Context: an optimization exercise on an open-source flow, tuned for small area, a short achievable clock period and few clock cycles per item. The choices shown serve that exercise and are no tape-out recipe. In this exercise RTL edits were held to simulation tests only and were not proved equivalent to the original. No activity file was given, so power comes from the tool's default toggle rates.

==> flow/design.v (excerpt) <==
module dge_sha512 (
    input  wire         clk,
    input  wire         rst,             
    input  wire         start,
    input  wire [7:0]   alg,             
    input  wire         resume,
    input  wire [511:0] resume_h,        
    input  wire [63:0]  resume_count,    
    input  wire         abort,
    input  wire         in_valid,
    output reg          in_ready,
    input  wire [63:0]  in_data,
    input  wire         in_last,
    input  wire [3:0]   in_nbytes,
    output reg          busy,
    output reg          done,
    output reg          err,
    output wire [511:0] digest
);
export LEC_CHECK = 0
export CAP_MARGIN = 20
export CORE_MARGIN = 2
export CORE_UTILIZATION = 45
export PLACE_DENSITY = 0.7
export SLEW_MARGIN = 20
export SYNTH_MEMORY_MAX_BITS = 8192
create_clock -name core_clock -period 13.0 [get_ports {clk}]
standard.sh (not shown) runs the stock make flow with config.mk's settings and CLKGATE_MAP_FILE= SYNTH_SCRIPT=/design/flow/synth_recipe.tcl, a recipe that flattens the netlist after the stock synthesis.
==> flow/flow/run.sh <==
#!/bin/bash
# Standard synthesis, then the standard layout with: repair_timing aiming at
# a setup margin below the clock period (the SDC is unchanged), and a plain
# buffer (flow/port_buffer.txt) on every port.
set -euo pipefail
MARGIN=$(cat flow/margin.txt)
PORTBUF=$(cat flow/port_buffer.txt)
bash standard.sh synth > synth.log 2>&1
bash standard.sh SETUP_SLACK_MARGIN=$MARGIN "BUFFER_PORTS_ARGS=-buffer_cell $PORTBUF" finish > layout.log 2>&1
==> flow/flow/margin.txt <==
7.5
==> flow/flow/port_buffer.txt <==
sky130_fd_sc_hd__buf_2
Testbench counts at the start, summed over its fixed seeds: cycles 55,550, bytes 57,574.
Then changed:
==> flow/flow/margin.txt (replaced) <==
8.5
Settings changed: CTS_BUF_LIST set to sky130_fd_sc_hd__clkbuf_8.
Result: Power came out lower by 2.4%; synthesized cell count does not change; sequential share of layout area decreases by 2.3 points; register-to-register slack is better by 0.03 ns; hold slack degrades by 0.011 ns; clock power shrinks by 9.4%; global-route usage climbs by 1.2 points; first-iteration DRC count rises by 3.7%; final area grows by 5.1%; non-clock buffer count rose by 478; via count is higher by 4.3%.

## build 12
Another version of the RTL of dge_sha512 (not shown whole).
For scale: about 13000 cells after synthesis, roughly 2300 flip-flops, about 1200 I/O pins, about 130000 um^2 of cells after synthesis.
clock: 13.0 ns
lec_check: 0
abc_area: 1
cap_margin: 25
core_margin: 2
core_utilization: 50
place_density: 0.7
slew_margin: 25
synth_memory_max_bits: 8192
==> flow/flow/margin.txt <==
8.5
==> flow/flow/port_buffer.txt <==
sky130_fd_sc_hd__buf_1
Scripts as last shown in full above: flow/flow/run.sh
Both conditions hold for build 12: the flow ran to the end and the final layout passed the timing, design-rule and antenna checks.
Testbench counts of build 12, summed over its fixed seeds: cycles 55,230, bytes 57,574.
The following lists how build 76 was set up differently from build 12:
Settings: CORE_UTILIZATION now 45, was 50; CAP_MARGIN now 20, was 25; SLEW_MARGIN now 20, was 25.
==> comparison <==
Going from build 12 to build 76, the clock-buffer cell count was found to have gone up by 40. In the metrics for build 12 and build 76, the one carrying the higher worst setup slack is build 12. Going from build 12 to build 76, average wire per cell in the routed design fell by 1.6%, total power of the final layout stayed essentially flat. Build 76 vs build 12: register-to-register slack down. Sum of routed wire length over all layers essentially unchanged between build 76 and build 12. On proportion of cell area occupied by multi-input gates, the higher figure sits with build 12, not build 76. | count of vias placed by the detailed router | build 76 vs build 12 | better |. Compared with build 12, build 76 shows number of fill cells in the layout that has gone up by more than 10%. Build 12 has lower clock group share of total power than build 76.

Another version of the RTL of dge_sha512 (not shown whole).
Size in the first run: ~13000 cells after synthesis, about 1200 I/O pins, about 130000 µm² of cells after synthesis.
// dge_sha512
module dge_sha512 (
    input  wire         clk,
    input  wire         rst,             
    input  wire         start,
    input  wire [7:0]   alg,             
    input  wire         resume,
    input  wire [511:0] resume_h,        
    input  wire [63:0]  resume_count,    
    input  wire         abort,
    input  wire         in_valid,
    output reg          in_ready,
    input  wire [63:0]  in_data,
    input  wire         in_last,
    input  wire [3:0]   in_nbytes,
    output reg          busy,
    output reg          done,
    output reg          err,
    output wire [511:0] digest
);
clock: 13.0 ns
lec_check: 0
abc_area: 1
cap_margin: 20
core_margin: 2
core_utilization: 50
place_density: 0.7
slew_margin: 20
synth_memory_max_bits: 8192
Scripts as last shown in full above: flow/flow/run.sh, flow/flow/margin.txt, flow/flow/port_buffer.txt
Testbench counts at the start, summed over its fixed seeds: cycles 55,230, bytes 57,574.
Edit:
==> flow/flow/margin.txt (replaced) <==
9.0
- CORE_UTILIZATION: 50 -> 45
Effect: Power goes up slightly. Setup slack loses 0.092 ns. Hold slack improves by 0.0034 ns.
Edit:
==> flow/flow/margin.txt (replaced) <==
8.5
- CORE_UTILIZATION: 45 -> 50
- CTS_BUF_LIST: default -> sky130_fd_sc_hd__clkbuf_8
- The new run went through all stages and came out clean
- clock power came out lower by 14%
- final area goes down by about 10%
- combinational power went down by 20%
- worst setup slack hardly moves
- die area came out lower by 9.9%
- power decreases by about 7%
- sequential power went up by about 0.6%
- synthesized cell count does not change
- via count falls by about 4.4%
- register-to-register slack hardly moves

dge_sha512 again, from the RTL that the note above started with.
export LEC_CHECK = 0
export ABC_AREA = 1
export CAP_MARGIN = 20
export CORE_MARGIN = 2
export CORE_UTILIZATION = 60
export PLACE_DENSITY = 0.75
export SLEW_MARGIN = 20
export SYNTH_MEMORY_MAX_BITS = 8192
create_clock -name core_clock -period 13.0 [get_ports {clk}]
==> flow/flow/margin.txt <==
8.5
Scripts as last shown in full above: flow/flow/run.sh, flow/flow/port_buffer.txt
The starting point ended with an error in global routing (5_1_grt).
Testbench counts at the start, summed over its fixed seeds: cycles 55,230, bytes 57,574.
Rerun with:
--- a/flow/config.mk
+++ b/flow/config.mk
@@ -11,2 +11,4 @@
-export CORE_UTILIZATION = 60
-export PLACE_DENSITY = 0.75
+export CORE_UTILIZATION = 45
+export CTS_CLUSTER_DIAMETER = 60
+export CTS_CLUSTER_SIZE = 20
+export PLACE_DENSITY = 0.7
Effect: Now the flow completed, yet does not pass: slew limit; synthesized area is unchanged; synthesized cell count does not change.

re-timing with driven ports:
No port has a modelled driver above. Below, the same layouts with a new extraction and two added sets of constraints. Step 1 (the two cells are an assumption about what drives the block):
set clk [get_ports {clk}]
set_driving_cell -lib_cell sky130_fd_sc_hd__clkbuf_16 $clk
set_driving_cell -lib_cell sky130_fd_sc_hd__buf_2 [delete_from_list [all_inputs] $clk]
Step 2 also shifts input and output timing later by t, the mid clock arrival at the registers, as if the neighbouring blocks saw the same clock. Three values: no drivers, after step 1, after step 2; two values: the first two.
run	t, ns	setup WS [ns]	hold WS [ns]	worst setup path at the end	cell pins on the clock port's net
the first run of note 1	1.048	7.277 / 7.277 / 6.727	0.404 / 0.404 / 0.404	input to register	1
the second run of note 1	1.215	7.304 / 7.304 / 7.304	0.393 / 0.393 / 0.393	register to register	1
build 12	1.021	8.222 / 8.117 / 7.714	0.340 / 0.340 / 0.340	input to register	1
build 76	0.996	8.175 / 8.175 / 7.557	0.379 / 0.379 / 0.379	input to register	1
the first run of note 3	1.061	8.278 / 8.278 / 7.323	0.353 / 0.353 / 0.353	input to register	1
the second run of note 3	1.003	8.186 / 8.186 / 7.801	0.356 / 0.356 / 0.356	input to register	1
the third run of note 3	1.146	8.185 / 8.185 / 7.294	0.336 / 0.336 / 0.336	input to register	1
the second run of note 4	1.014	8.199 / 8.199 / 7.435	0.390 / 0.390 / 0.390	input to register	1
For the first run of note 3, which loses most, drivers alone change the setup slack by 0.000 ns; drivers and shift together by -0.955 ns.
